Context: an optimization exercise on an open-source flow, tuned for small area, a short achievable clock period and few clock cycles per item. The choices shown serve that exercise and are no tape-out recipe. Function was checked by simulation only, so behaviour that the tests miss may differ from the original.

==> build 16: inputs <==
// oxdon_rs_dec
module oxdon_rs_dec (
    input  wire       clk,
    input  wire       rst,           
    input  wire       in_valid,
    input  wire [9:0] in_sym,
    output wire       in_ready,
    output reg        err_valid,
    output reg  [9:0] err_pos,       
    output reg  [9:0] err_val,       
    output reg        cw_done,
    output reg        cw_fail,
    output reg  [4:0] cw_nerr
);
    localparam integer T    = 15;
    localparam integer NPAR = 2 * T;      
    localparam [4:0] LAM = 5'd1;
    function [9:0] phi;
        input [9:0] x;
        begin
            phi[0] = ^(x & 10'h177);
            phi[1] = ^(x & 10'h188);
            phi[2] = ^(x & 10'h3e4);
            phi[3] = ^(x & 10'h2c0);
            phi[4] = ^(x & 10'h184);
            phi[5] = ^(x & 10'h0f0);
            phi[6] = ^(x & 10'h12a);
            phi[7] = ^(x & 10'h136);
            phi[8] = ^(x & 10'h070);
            phi[9] = ^(x & 10'h3bc);
        end
    endfunction
    function [9:0] phiinv;
        input [9:0] x;
        begin
            phiinv[0] = ^(x & 10'h06f);
            phiinv[1] = ^(x & 10'h05e);
            phiinv[2] = ^(x & 10'h22a);
            phiinv[3] = ^(x & 10'h238);
            phiinv[4] = ^(x & 10'h0d2);
            phiinv[5] = ^(x & 10'h13c);
            phiinv[6] = ^(x & 10'h0ee);
            phiinv[7] = ^(x & 10'h120);
            phiinv[8] = ^(x & 10'h31a);
            phiinv[9] = ^(x & 10'h1c6);
        end
    endfunction
    function [4:0] inv5;
        input [4:0] a;
        begin
            case (a)
                5'd0: inv5 = 5'd0;
                5'd1: inv5 = 5'd1;
                5'd2: inv5 = 5'd18;
                5'd3: inv5 = 5'd28;
                5'd4: inv5 = 5'd9;
                5'd5: inv5 = 5'd23;
                5'd6: inv5 = 5'd14;
                5'd7: inv5 = 5'd12;
                5'd8: inv5 = 5'd22;
                5'd9: inv5 = 5'd4;
                5'd10: inv5 = 5'd25;
                5'd11: inv5 = 5'd16;
                5'd12: inv5 = 5'd7;
                5'd13: inv5 = 5'd15;
                5'd14: inv5 = 5'd6;
                5'd15: inv5 = 5'd13;
                5'd16: inv5 = 5'd11;
                5'd17: inv5 = 5'd24;
                5'd18: inv5 = 5'd2;
                5'd19: inv5 = 5'd29;
  ...
make LEC_CHECK=0 CAP_MARGIN=20 CORE_MARGIN=2 CORE_UTILIZATION=25 PLACE_DENSITY=0.3 SLEW_MARGIN=20 finish   # period 20.0 ns
run.sh (not shown) runs the stock make flow with config.mk's settings and CLKGATE_MAP_FILE= SYNTH_SCRIPT=/design/flow/synth_recipe.tcl, a recipe that flattens the netlist after the stock synthesis.
==> trial 49 (differences from build 16) <==
--- a/flow/design.v
+++ b/flow/design.v
@@ -39,54 +39,21 @@
             phiinv[4] = ^(x & 10'h0d2);
             phiinv[5] = ^(x & 10'h13c);
             phiinv[6] = ^(x & 10'h0ee);
             phiinv[7] = ^(x & 10'h120);
             phiinv[8] = ^(x & 10'h31a);
             phiinv[9] = ^(x & 10'h1c6);
         end
     endfunction
+    localparam [159:0] INV5_TAB = 160'hdd263fd5512a35ee8b0b699e78649663ae9e4820;
     function [4:0] inv5;
         input [4:0] a;
         begin
-            case (a)
-                5'd0: inv5 = 5'd0;
-                5'd1: inv5 = 5'd1;
-                5'd2: inv5 = 5'd18;
-                5'd3: inv5 = 5'd28;
-                5'd4: inv5 = 5'd9;
-                5'd5: inv5 = 5'd23;
-                5'd6: inv5 = 5'd14;
-                5'd7: inv5 = 5'd12;
-                5'd8: inv5 = 5'd22;
-                5'd9: inv5 = 5'd4;
-                5'd10: inv5 = 5'd25;
-                5'd11: inv5 = 5'd16;
-                5'd12: inv5 = 5'd7;
-                5'd13: inv5 = 5'd15;
-                5'd14: inv5 = 5'd6;
-                5'd15: inv5 = 5'd13;
-                5'd16: inv5 = 5'd11;
-                5'd17: inv5 = 5'd24;
-                5'd18: inv5 = 5'd2;
-                5'd19: inv5 = 5'd29;
-                5'd20: inv5 = 5'd30;
-                5'd21: inv5 = 5'd26;
-                5'd22: inv5 = 5'd8;
-                5'd23: inv5 = 5'd5;
-                5'd24: inv5 = 5'd17;
-                5'd25: inv5 = 5'd10;
-                5'd26: inv5 = 5'd21;
-                5'd27: inv5 = 5'd31;
-                5'd28: inv5 = 5'd3;
-                5'd29: inv5 = 5'd19;
-                5'd30: inv5 = 5'd20;
-                5'd31: inv5 = 5'd27;
-                default: inv5 = 5'd0;
-            endcase
+            inv5 = INV5_TAB[5 * a +: 5];
         end
     endfunction
     function [9:0] gf_mul;
         input [9:0] a;
         input [9:0] b;
         integer i;
         reg [9:0] p, x;
         begin
@@ -202,60 +169,65 @@
     reg [T:0]  i_oh;                      
     reg [T:0]  j_oh;                      
     reg [4:0]  ks;                        
     reg        swp, upd, vq, fl;
     reg [9:0]  nq, sq;
     reg [3:0]  oi;                        
     reg [9:0]  kpos;                      
     reg [4:0]  roots;
-    reg [1:0]  fcnt;
     reg  s_pend;
     wire be_free = (st == S_IDLE) || (st == S_CHIEN) || (st == S_FLUSH) || (st == S_DONE);
     assign copy  = syn_full && !s_pend && be_free;
     wire start   = (st == S_IDLE) && s_pend;
     wire copy_ok_n = !((s_pend && st != S_IDLE) || copy) &&
                      ((st == S_CHIEN) || (st == S_FLUSH) || (st == S_DONE) ||
                       (st == S_IDLE && !s_pend));
     reg [9:0] a_rd, b_rd;
     integer q;
     always @(*) begin
         a_rd = 10'd0;
         b_rd = 10'd0;
         for (q = 0; q <= T; q = q + 1) begin
-            if (i_oh[q] && q <= L) a_rd = a_rd | la[q];
+            if (i_oh[q])           a_rd = a_rd | la[q];
             if (j_oh[q])           b_rd = b_rd | bb[q];
         end
     end
     wire [9:0] nw    = upd ? (gf_mul(gam, a_rd) ^ gf_mul(dl, b_rd)) : a_rd;
     wire [9:0] s_rd  = (ks < 5'd30) ? s_cp[ks] : 10'd0;
     wire [9:0] acc_n = acc ^ gf_mul(nq, sq);
     wire [4:0] m_n   = swp ? 5'd0 : m + 5'd1;
     wire [4:0] r_n   = r + 5'd1;
     wire       upd_c = (acc_n != 10'd0);
     wire       swp_c = upd_c && ({ln, 1'b0} <= {1'b0, r_n});
-    wire [4:0] ln_c  = swp_c ? (r_n + 5'd1 - ln) : ln;
-    wire [5:0] jb_c  = {1'b0, ln_c} - 6'd1 - {1'b0, m_n};
+    wire [4:0] lnA   = r_n + 5'd1 - ln;
+    wire [5:0] jbA   = {1'b0, lnA} - 6'd1 - {1'b0, m_n};
+    wire [5:0] jbB   = {1'b0, ln} - 6'd1 - {1'b0, m_n};
+    wire [T:0] iA    = 16'd1 << lnA[3:0];
+    wire [T:0] iB    = 16'd1 << ln[3:0];
+    wire [T:0] jA    = jbA[5] ? 16'd0 : (16'd1 << jbA[3:0]);
+    wire [T:0] jB    = jbB[5] ? 16'd0 : (16'd1 << jbB[3:0]);
     wire [3:0] oi_n  = om_ph ? oi + 4'd1 : 4'd0;
     wire       om_end = (st == S_DRAIN) && om_ph && ({1'b0, oi_n} == L);
-    reg [9:0] sum_l, sum_o, sum_w;
+    reg [9:0] sum_e, sum_o, sum_w;
     integer ci;
     always @(*) begin
-        sum_l = 10'd0;
+        sum_e = 10'd0;
         sum_o = 10'd0;
         sum_w = 10'd0;
         for (ci = 0; ci <= T; ci = ci + 1) begin
-            sum_l = sum_l ^ la[ci];
             if (ci % 2 == 1) sum_o = sum_o ^ la[ci];
+            else             sum_e = sum_e ^ la[ci];
         end
         for (ci = 0; ci < T; ci = ci + 1)
             sum_w = sum_w ^ bb[ci];
     end
+    wire [9:0] sum_l = sum_e ^ sum_o;
     wire ch_root = (sum_l == 10'd0);
-    wire ch_last = (kpos == 10'd0) || (ch_root && (roots + 5'd1 == L));
+    wire ch_last = (kpos == 10'd1) || (ch_root && (roots + 5'd1 == L));
     reg [9:0] la_st [0:T];
     reg [9:0] bb_st [0:T];
     genvar gi;
     generate
         for (gi = 0; gi <= T; gi = gi + 1) begin : g_chien
             localparam [99:0] MI = gf_cmat(gf_pow_alpha(T - gi));
             always @(*) begin
                 la_st[gi] = gf_mat(la[gi], MI);
@@ -264,27 +236,25 @@
         end
     endgenerate
     wire       in_chien = (st == S_CHIEN);
     wire       bm_step  = (st == S_STEP);
     integer k;
     always @(posedge clk) begin
         if (copy)
             for (k = 0; k < NPAR; k = k + 1) s_cp[k] <= syn[k];
-        if (start) begin
-            la[0] <= 10'd1;
+        if (start)
             bb[0] <= 10'd1;
-        end
         for (k = 0; k <= T; k = k + 1) begin
             if (in_chien)
                 la[k] <= la_st[k];
             else if (bm_step && upd && i_oh[k])
                 la[k] <= nw;
-            else if (om_end && k > L)
-                la[k] <= 10'd0;
+            else if (start)
+                la[k] <= (k == 0) ? 10'd1 : 10'd0;
         end
         for (k = 0; k <= T; k = k + 1) begin
             if (in_chien)
                 bb[k] <= bb_st[k];
             else if (bm_step && swp && i_oh[k])
                 bb[k] <= a_rd;
             else if (st == S_DRAIN && om_ph && oi == k)
                 bb[k] <= acc_n;
@@ -298,31 +268,22 @@
         if (st == S_DRAIN || st == S_SETUP)
             acc <= 10'd0;
         else if (vq)
             acc <= acc_n;
     end
     wire       syn_full_n = (syn_full && !copy) || (v_q && last_q);
     wire [9:0] in_cnt_n   = take ? (last ? 10'd0 : in_cnt + 10'd1) : in_cnt;
     always @(posedge clk) begin
-        if (rst) begin
-            st       <= S_IDLE;
-            v_q      <= 1'b0;
-            in_cnt   <= 10'd0;
-            syn_full <= 1'b0;
-            in_rdy   <= 1'b1;
-            s_pend   <= 1'b0;
-            vq       <= 1'b0;
-            cw_done  <= 1'b0;
-        end else begin
+        begin
             v_q      <= take;
             in_cnt   <= in_cnt_n;
             syn_full <= syn_full_n;
-            in_rdy   <= (in_cnt_n != 10'd0) || copy_ok_n ||
-                        !(syn_full_n || (take && last));
+            in_rdy   <= (in_cnt != 10'd0 && !last) || copy_ok_n ||
+                        !(syn_full_n || last);
             s_pend   <= (s_pend && !start) || copy;
             vq       <= bm_step;
             cw_done  <= 1'b0;
             case (st)
                 S_IDLE: begin
                     if (start) begin
                         gam   <= 10'd1;
                         dl    <= s_cp[0];
@@ -355,26 +316,26 @@
                     if (!om_ph) begin
                         if (swp) gam <= dl;
                         m <= m_n;
                         L <= ln;
                         r <= r_n;
                     end
                     oi <= oi_n;
                     if (!om_ph && r != 5'd29) begin
-                        if (ln_c > 5'd15) begin
+                        if (swp_c && lnA > 5'd15) begin
                             fl <= 1'b1;
                             st <= S_DONE;
                         end else begin
                             upd  <= upd_c;
                             swp  <= swp_c;
-                            ln   <= ln_c;
-                            i_oh <= 16'd1 << ln_c[3:0];
-                            j_oh <= jb_c[5] ? 16'd0 : (16'd1 << jb_c[3:0]);
-                            ks   <= r_n + 5'd1 - ln_c;
+                            ln   <= swp_c ? lnA : ln;
+                            i_oh <= swp_c ? iA : iB;
+                            j_oh <= swp_c ? jA : jB;
+                            ks   <= swp_c ? ln : lnA;      
                             st   <= S_STEP;
                         end
                     end else begin
                         om_ph <= 1'b1;
                         if (!om_ph && ln == 5'd0)
                             st <= S_DONE;              
                         else if (om_end)
                             st <= S_CHIEN;
@@ -382,57 +343,64 @@
                             upd  <= 1'b0;
                             swp  <= 1'b0;
                             i_oh <= 16'd1 << oi_n;
                             j_oh <= 16'd0;
                             ks   <= 5'd0;
                             st   <= S_STEP;
                         end
                     end
-                    kpos  <= 10'd543;
+                    kpos  <= 10'd544;
                     roots <= 5'd0;
                 end
                 S_CHIEN: begin
                     kpos  <= kpos - 10'd1;
                     roots <= roots + {4'd0, ch_root};
-                    fcnt  <= 2'd0;
                     if (ch_last) st <= S_FLUSH;
                 end
                 S_FLUSH: begin
                     kpos <= kpos - 10'd1;
-                    fcnt <= fcnt + 2'd1;
-                    if (fcnt == 2'd1) st <= S_DONE;
+                    st   <= S_DONE;
                 end
                 S_DONE: begin
                     cw_done <= 1'b1;
                     cw_fail <= fl || (roots != L);
                     cw_nerr <= roots;
                     st      <= S_IDLE;
                 end
                 default: st <= S_IDLE;
             endcase
         end
+        if (rst) begin
+            st       <= S_IDLE;
+            v_q      <= 1'b0;
+            in_cnt   <= 10'd0;
+            syn_full <= 1'b0;
+            in_rdy   <= 1'b1;
+            s_pend   <= 1'b0;
+            vq       <= 1'b0;
+            cw_done  <= 1'b0;
+        end
     end
-    reg        f1_v, f2_v;
-    reg [9:0]  f1_a, f1_w, f2_u;
+    reg        f2_v;
+    reg [9:0]  f2_u;
     reg [4:0]  f2_d;
+    wire [9:0] f1_a = phi(sum_o);
+    wire [9:0] f1_w = phi(sum_w);
     wire [4:0] fa1 = f1_a[9:5];
     wire [4:0] fa0 = f1_a[4:0];
     wire [4:0] fdel = mul5(fa0, fa0) ^ mul5(fa0, fa1) ^ mul5(LAM, mul5(fa1, fa1));
-    wire [9:0] fe  = {mul5(f2_u[9:5], f2_d), mul5(f2_u[4:0], f2_d)};
+    wire [4:0] fdi = inv5(f2_d);
+    wire [9:0] fe  = {mul5(f2_u[9:5], fdi), mul5(f2_u[4:0], fdi)};
     always @(posedge clk) begin
-        f1_a    <= phi(sum_o);
-        f1_w    <= phi(sum_w);
-        f2_d    <= inv5(fdel);
+        f2_d    <= fdel;
         f2_u    <= cmul(f1_w, {fa1, fa0 ^ fa1});
-        err_pos <= kpos + 10'd2;
+        err_pos <= kpos;
         err_val <= phiinv(fe);
         if (rst) begin
-            f1_v      <= 1'b0;
             f2_v      <= 1'b0;
             err_valid <= 1'b0;
         end else begin
-            f1_v      <= in_chien && ch_root;
-            f2_v      <= f1_v;
+            f2_v      <= in_chien && ch_root;
             err_valid <= f2_v;
         end
     end
 endmodule
==> flow/flow/run.sh (new file) <==
#!/bin/bash
# Layout flow: the standard layout (standard.sh: ORFS synthesis through
# finish, unchanged), except that the buffers global placement puts on the
# input and output ports are sky130_fd_sc_hd__buf_2 cells rather than the
# buffer buffer_ports picks by default (a slow delay cell on this platform).
# make's full output goes to flow_standard.log in the work folder; ORFS keeps
# each step's own log under orfs/logs/.
set -euo pipefail
export BUFFER_PORTS_ARGS="-buffer_cell sky130_fd_sc_hd__buf_2"
bash standard.sh > flow_standard.log 2>&1
==> flow/standard.sh (new file) <==
#!/bin/bash
# synth_recipe.tcl (not shown) runs the flow's synth.tcl, then flattens the netlist and writes it again
# the make line also repeats each setting of config.mk as NAME=value (left out here)
make -C /OpenROAD-flow-scripts/flow DESIGN_CONFIG=/design/flow/config.mk WORK_HOME=/design/flow/orfs CLKGATE_MAP_FILE= SYNTH_SCRIPT=/design/flow/synth_recipe.tcl "${@:-finish}"
- CORE_UTILIZATION: 25 -> 50
- PLACE_DENSITY: 0.3 -> 0.6
removed: flow/run.sh
==> trial 14 (differences from build 16) <==
--- a/flow/design.v
+++ b/flow/design.v
@@ -202,17 +202,16 @@
     reg [T:0]  i_oh;                      
     reg [T:0]  j_oh;                      
     reg [4:0]  ks;                        
     reg        swp, upd, vq, fl;
     reg [9:0]  nq, sq;
     reg [3:0]  oi;                        
     reg [9:0]  kpos;                      
     reg [4:0]  roots;
-    reg [1:0]  fcnt;
     reg  s_pend;
     wire be_free = (st == S_IDLE) || (st == S_CHIEN) || (st == S_FLUSH) || (st == S_DONE);
     assign copy  = syn_full && !s_pend && be_free;
     wire start   = (st == S_IDLE) && s_pend;
     wire copy_ok_n = !((s_pend && st != S_IDLE) || copy) &&
                      ((st == S_CHIEN) || (st == S_FLUSH) || (st == S_DONE) ||
                       (st == S_IDLE && !s_pend));
     reg [9:0] a_rd, b_rd;
@@ -227,18 +226,23 @@
     end
     wire [9:0] nw    = upd ? (gf_mul(gam, a_rd) ^ gf_mul(dl, b_rd)) : a_rd;
     wire [9:0] s_rd  = (ks < 5'd30) ? s_cp[ks] : 10'd0;
     wire [9:0] acc_n = acc ^ gf_mul(nq, sq);
     wire [4:0] m_n   = swp ? 5'd0 : m + 5'd1;
     wire [4:0] r_n   = r + 5'd1;
     wire       upd_c = (acc_n != 10'd0);
     wire       swp_c = upd_c && ({ln, 1'b0} <= {1'b0, r_n});
-    wire [4:0] ln_c  = swp_c ? (r_n + 5'd1 - ln) : ln;
-    wire [5:0] jb_c  = {1'b0, ln_c} - 6'd1 - {1'b0, m_n};
+    wire [4:0] lnA   = r_n + 5'd1 - ln;
+    wire [5:0] jbA   = {1'b0, lnA} - 6'd1 - {1'b0, m_n};
+    wire [5:0] jbB   = {1'b0, ln} - 6'd1 - {1'b0, m_n};
+    wire [T:0] iA    = 16'd1 << lnA[3:0];
+    wire [T:0] iB    = 16'd1 << ln[3:0];
+    wire [T:0] jA    = jbA[5] ? 16'd0 : (16'd1 << jbA[3:0]);
+    wire [T:0] jB    = jbB[5] ? 16'd0 : (16'd1 << jbB[3:0]);
     wire [3:0] oi_n  = om_ph ? oi + 4'd1 : 4'd0;
     wire       om_end = (st == S_DRAIN) && om_ph && ({1'b0, oi_n} == L);
     reg [9:0] sum_l, sum_o, sum_w;
     integer ci;
     always @(*) begin
         sum_l = 10'd0;
         sum_o = 10'd0;
         sum_w = 10'd0;
@@ -355,26 +359,26 @@
                     if (!om_ph) begin
                         if (swp) gam <= dl;
                         m <= m_n;
                         L <= ln;
                         r <= r_n;
                     end
                     oi <= oi_n;
                     if (!om_ph && r != 5'd29) begin
-                        if (ln_c > 5'd15) begin
+                        if (swp_c && lnA > 5'd15) begin
                             fl <= 1'b1;
                             st <= S_DONE;
                         end else begin
                             upd  <= upd_c;
                             swp  <= swp_c;
-                            ln   <= ln_c;
-                            i_oh <= 16'd1 << ln_c[3:0];
-                            j_oh <= jb_c[5] ? 16'd0 : (16'd1 << jb_c[3:0]);
-                            ks   <= r_n + 5'd1 - ln_c;
+                            ln   <= swp_c ? lnA : ln;
+                            i_oh <= swp_c ? iA : iB;
+                            j_oh <= swp_c ? jA : jB;
+                            ks   <= swp_c ? ln : lnA;      
                             st   <= S_STEP;
                         end
                     end else begin
                         om_ph <= 1'b1;
                         if (!om_ph && ln == 5'd0)
                             st <= S_DONE;              
                         else if (om_end)
                             st <= S_CHIEN;
@@ -388,51 +392,47 @@
                         end
                     end
                     kpos  <= 10'd543;
                     roots <= 5'd0;
                 end
                 S_CHIEN: begin
                     kpos  <= kpos - 10'd1;
                     roots <= roots + {4'd0, ch_root};
-                    fcnt  <= 2'd0;
                     if (ch_last) st <= S_FLUSH;
                 end
                 S_FLUSH: begin
                     kpos <= kpos - 10'd1;
-                    fcnt <= fcnt + 2'd1;
-                    if (fcnt == 2'd1) st <= S_DONE;
+                    st   <= S_DONE;
                 end
                 S_DONE: begin
                     cw_done <= 1'b1;
                     cw_fail <= fl || (roots != L);
                     cw_nerr <= roots;
                     st      <= S_IDLE;
                 end
                 default: st <= S_IDLE;
             endcase
         end
     end
-    reg        f1_v, f2_v;
-    reg [9:0]  f1_a, f1_w, f2_u;
+    reg        f2_v;
+    reg [9:0]  f2_u;
     reg [4:0]  f2_d;
+    wire [9:0] f1_a = phi(sum_o);
+    wire [9:0] f1_w = phi(sum_w);
     wire [4:0] fa1 = f1_a[9:5];
     wire [4:0] fa0 = f1_a[4:0];
     wire [4:0] fdel = mul5(fa0, fa0) ^ mul5(fa0, fa1) ^ mul5(LAM, mul5(fa1, fa1));
     wire [9:0] fe  = {mul5(f2_u[9:5], f2_d), mul5(f2_u[4:0], f2_d)};
     always @(posedge clk) begin
-        f1_a    <= phi(sum_o);
-        f1_w    <= phi(sum_w);
         f2_d    <= inv5(fdel);
         f2_u    <= cmul(f1_w, {fa1, fa0 ^ fa1});
-        err_pos <= kpos + 10'd2;
+        err_pos <= kpos + 10'd1;
         err_val <= phiinv(fe);
         if (rst) begin
-            f1_v      <= 1'b0;
             f2_v      <= 1'b0;
             err_valid <= 1'b0;
         end else begin
-            f1_v      <= in_chien && ch_root;
-            f2_v      <= f1_v;
+            f2_v      <= in_chien && ch_root;
             err_valid <= f2_v;
         end
     end
 endmodule
- CORE_UTILIZATION: 25 -> 50
- PLACE_DENSITY: 0.3 -> 0.6
==> build 28 (differences from build 16) <==
--- a/flow/design.v
+++ b/flow/design.v
@@ -202,17 +202,16 @@
     reg [T:0]  i_oh;                      
     reg [T:0]  j_oh;                      
     reg [4:0]  ks;                        
     reg        swp, upd, vq, fl;
     reg [9:0]  nq, sq;
     reg [3:0]  oi;                        
     reg [9:0]  kpos;                      
     reg [4:0]  roots;
-    reg [1:0]  fcnt;
     reg  s_pend;
     wire be_free = (st == S_IDLE) || (st == S_CHIEN) || (st == S_FLUSH) || (st == S_DONE);
     assign copy  = syn_full && !s_pend && be_free;
     wire start   = (st == S_IDLE) && s_pend;
     wire copy_ok_n = !((s_pend && st != S_IDLE) || copy) &&
                      ((st == S_CHIEN) || (st == S_FLUSH) || (st == S_DONE) ||
                       (st == S_IDLE && !s_pend));
     reg [9:0] a_rd, b_rd;
@@ -227,18 +226,23 @@
     end
     wire [9:0] nw    = upd ? (gf_mul(gam, a_rd) ^ gf_mul(dl, b_rd)) : a_rd;
     wire [9:0] s_rd  = (ks < 5'd30) ? s_cp[ks] : 10'd0;
     wire [9:0] acc_n = acc ^ gf_mul(nq, sq);
     wire [4:0] m_n   = swp ? 5'd0 : m + 5'd1;
     wire [4:0] r_n   = r + 5'd1;
     wire       upd_c = (acc_n != 10'd0);
     wire       swp_c = upd_c && ({ln, 1'b0} <= {1'b0, r_n});
-    wire [4:0] ln_c  = swp_c ? (r_n + 5'd1 - ln) : ln;
-    wire [5:0] jb_c  = {1'b0, ln_c} - 6'd1 - {1'b0, m_n};
+    wire [4:0] lnA   = r_n + 5'd1 - ln;
+    wire [5:0] jbA   = {1'b0, lnA} - 6'd1 - {1'b0, m_n};
+    wire [5:0] jbB   = {1'b0, ln} - 6'd1 - {1'b0, m_n};
+    wire [T:0] iA    = 16'd1 << lnA[3:0];
+    wire [T:0] iB    = 16'd1 << ln[3:0];
+    wire [T:0] jA    = jbA[5] ? 16'd0 : (16'd1 << jbA[3:0]);
+    wire [T:0] jB    = jbB[5] ? 16'd0 : (16'd1 << jbB[3:0]);
     wire [3:0] oi_n  = om_ph ? oi + 4'd1 : 4'd0;
     wire       om_end = (st == S_DRAIN) && om_ph && ({1'b0, oi_n} == L);
     reg [9:0] sum_l, sum_o, sum_w;
     integer ci;
     always @(*) begin
         sum_l = 10'd0;
         sum_o = 10'd0;
         sum_w = 10'd0;
@@ -355,26 +359,26 @@
                     if (!om_ph) begin
                         if (swp) gam <= dl;
                         m <= m_n;
                         L <= ln;
                         r <= r_n;
                     end
                     oi <= oi_n;
                     if (!om_ph && r != 5'd29) begin
-                        if (ln_c > 5'd15) begin
+                        if (swp_c && lnA > 5'd15) begin
                             fl <= 1'b1;
                             st <= S_DONE;
                         end else begin
                             upd  <= upd_c;
                             swp  <= swp_c;
-                            ln   <= ln_c;
-                            i_oh <= 16'd1 << ln_c[3:0];
-                            j_oh <= jb_c[5] ? 16'd0 : (16'd1 << jb_c[3:0]);
-                            ks   <= r_n + 5'd1 - ln_c;
+                            ln   <= swp_c ? lnA : ln;
+                            i_oh <= swp_c ? iA : iB;
+                            j_oh <= swp_c ? jA : jB;
+                            ks   <= swp_c ? ln : lnA;      
                             st   <= S_STEP;
                         end
                     end else begin
                         om_ph <= 1'b1;
                         if (!om_ph && ln == 5'd0)
                             st <= S_DONE;              
                         else if (om_end)
                             st <= S_CHIEN;
@@ -388,51 +392,47 @@
                         end
                     end
                     kpos  <= 10'd543;
                     roots <= 5'd0;
                 end
                 S_CHIEN: begin
                     kpos  <= kpos - 10'd1;
                     roots <= roots + {4'd0, ch_root};
-                    fcnt  <= 2'd0;
                     if (ch_last) st <= S_FLUSH;
                 end
                 S_FLUSH: begin
                     kpos <= kpos - 10'd1;
-                    fcnt <= fcnt + 2'd1;
-                    if (fcnt == 2'd1) st <= S_DONE;
+                    st   <= S_DONE;
                 end
                 S_DONE: begin
                     cw_done <= 1'b1;
                     cw_fail <= fl || (roots != L);
                     cw_nerr <= roots;
                     st      <= S_IDLE;
                 end
                 default: st <= S_IDLE;
             endcase
         end
     end
-    reg        f1_v, f2_v;
-    reg [9:0]  f1_a, f1_w, f2_u;
+    reg        f2_v;
+    reg [9:0]  f2_u;
     reg [4:0]  f2_d;
+    wire [9:0] f1_a = phi(sum_o);
+    wire [9:0] f1_w = phi(sum_w);
     wire [4:0] fa1 = f1_a[9:5];
     wire [4:0] fa0 = f1_a[4:0];
     wire [4:0] fdel = mul5(fa0, fa0) ^ mul5(fa0, fa1) ^ mul5(LAM, mul5(fa1, fa1));
     wire [9:0] fe  = {mul5(f2_u[9:5], f2_d), mul5(f2_u[4:0], f2_d)};
     always @(posedge clk) begin
-        f1_a    <= phi(sum_o);
-        f1_w    <= phi(sum_w);
         f2_d    <= inv5(fdel);
         f2_u    <= cmul(f1_w, {fa1, fa0 ^ fa1});
-        err_pos <= kpos + 10'd2;
+        err_pos <= kpos + 10'd1;
         err_val <= phiinv(fe);
         if (rst) begin
-            f1_v      <= 1'b0;
             f2_v      <= 1'b0;
             err_valid <= 1'b0;
         end else begin
-            f1_v      <= in_chien && ch_root;
-            f2_v      <= f1_v;
+            f2_v      <= in_chien && ch_root;
             err_valid <= f2_v;
         end
     end
 endmodule
==> impl_metrics.ini <==
[power]
p_int_mw = 4.20
power.density_nw_per_um2 = 78.2
cellLeakagePower_nw = 25.2
p_sw_share_pct = 25.2

[outcome]
outcome = no timing/DRC/antenna violations

[place]
place_inst = 7438

[min_path]
hold_end = err_pos[3]

[worst_setup_path]
worst-path-stages = 12
worstPathRequired_ns = 20.43

[timing]
min_period_ns = 6.50
maxSlewHeadroom_pct = 19.2

[grt]
use_met2_pct = 48.8

[yosys]
synth_compound_area_share_pct = 11.4
synth-xor-area-share_pct = 24.3
ys_top_cells_by_area = edfxtp_1 (47%), xnor2_1 (15%), xor2_1 (6.9%)

[final_layout]
diodes = 1
multi_input_area_share_pct = 43.5

[die]
n_tap_cell = 1755

[drt]
detailroute.via_count = 47000
The numbers above come from trial 49.

==> impl_metrics.ini <==
[outcome]
outcome = no timing/DRC/antenna violations

[die]
n_tap_cell = 3533

[final_layout]
diodes = 1
multi_input_area_share_pct = 41.4

[power]
cellLeakagePower_nw = 25.6
power.density_nw_per_um2 = 176
p_int_mw = 6.98

[worst_setup_path]
worstPathRequired_ns = 20.53
worst-path-stages = 15

[timing]
maxSlewHeadroom_pct = 21.6
min_period_ns = 5.97

[yosys]
synth_compound_area_share_pct = 12.3
synth-xor-area-share_pct = 23.1
ys_top_cells_by_area = edfxtp_1 (46%), xnor2_1 (15%), xor2_1 (7.3%)

[place]
place_inst = 9387

[min_path]
hold_end = s_cp[4][5]

[grt]
use_met2_pct = 37.0
The numbers above come from build 16.

==> impl_metrics.ini <==
[power]
cellLeakagePower_nw = 25.3
p_int_mw = 6.20
power.density_nw_per_um2 = 143
p_sw_share_pct = 40.6

[outcome]
outcome = no timing/DRC/antenna violations

[place]
place_inst = 7540

[die]
n_tap_cell = 1755

[min_path]
hold_end = s_cp[3][5]

[grt]
use_met2_pct = 50.6

[timing]
maxSlewHeadroom_pct = 18.9

[worst_setup_path]
worstPathRequired_ns = 20.50
The numbers above come from trial 14.

==> impl_metrics.ini <==
[worst_setup_path]
worstPathRequired_ns = 20.71

[outcome]
outcome = no timing/DRC/antenna violations

[power]
p_sw_share_pct = 41.9
p_int_mw = 6.40
cellLeakagePower_nw = 25.8

[min_path]
hold_end = s_cp[4][3]

[final_layout]
diodes = 5

[yosys]
synth-xor-area-share_pct = 23.8
ys_top_cells_by_area = edfxtp_1 (46%), xnor2_1 (14%), xor2_1 (7.2%)

[drt]
drc = 0
detailroute.via_count = 47300

[place]
place_inst = 9351

[grt]
use_met2_pct = 36.2

[timing]
min_period_ns = 5.96

[die]
n_tap_cell = 3533
The numbers above come from build 28.

Testbench counts of build 16, summed over its fixed seeds: cycles 180,081, codewords 320.
Testbench counts of trial 49, summed over its fixed seeds: cycles 180,032, codewords 320.
Testbench counts of trial 14, summed over its fixed seeds: cycles 180,032, codewords 320.
Testbench counts of build 28, summed over its fixed seeds: cycles 180,032, codewords 320.

[afterwards: timing with drivers on the ports]
The results above use ideal ports. As a check the final layouts listed here were re-extracted and re-timed, cells and wires unchanged. Step 1 assumes that a clkbuf_16 drives the clock port and a buf_2 every other input. Step 2 moves the port delays by t, midway between the first and last clock arrival at a register: inputs arrive t later, outputs are due t later. That takes back most of the time a late clock gives input paths. Three values: ideal, step 1, step 2; two values: the first two.
run	t (ns)	setup slack, ns	slew at the worst register clock pin (ns)
build 16	0.889	14.035 / 14.035 / 13.592	0.07 / 0.07
trial 49	0.835	13.504 / 13.504 / 13.504	0.07 / 0.07
trial 14	0.863	14.069 / 14.069 / 13.578	0.07 / 0.07
build 28	0.923	14.039 / 14.039 / 13.479	0.07 / 0.07
After both steps setup and hold are still met in every run listed. The setup slack of build 28, which loses most, moves by 0.000 ns with the drivers and by -0.560 ns with both steps.
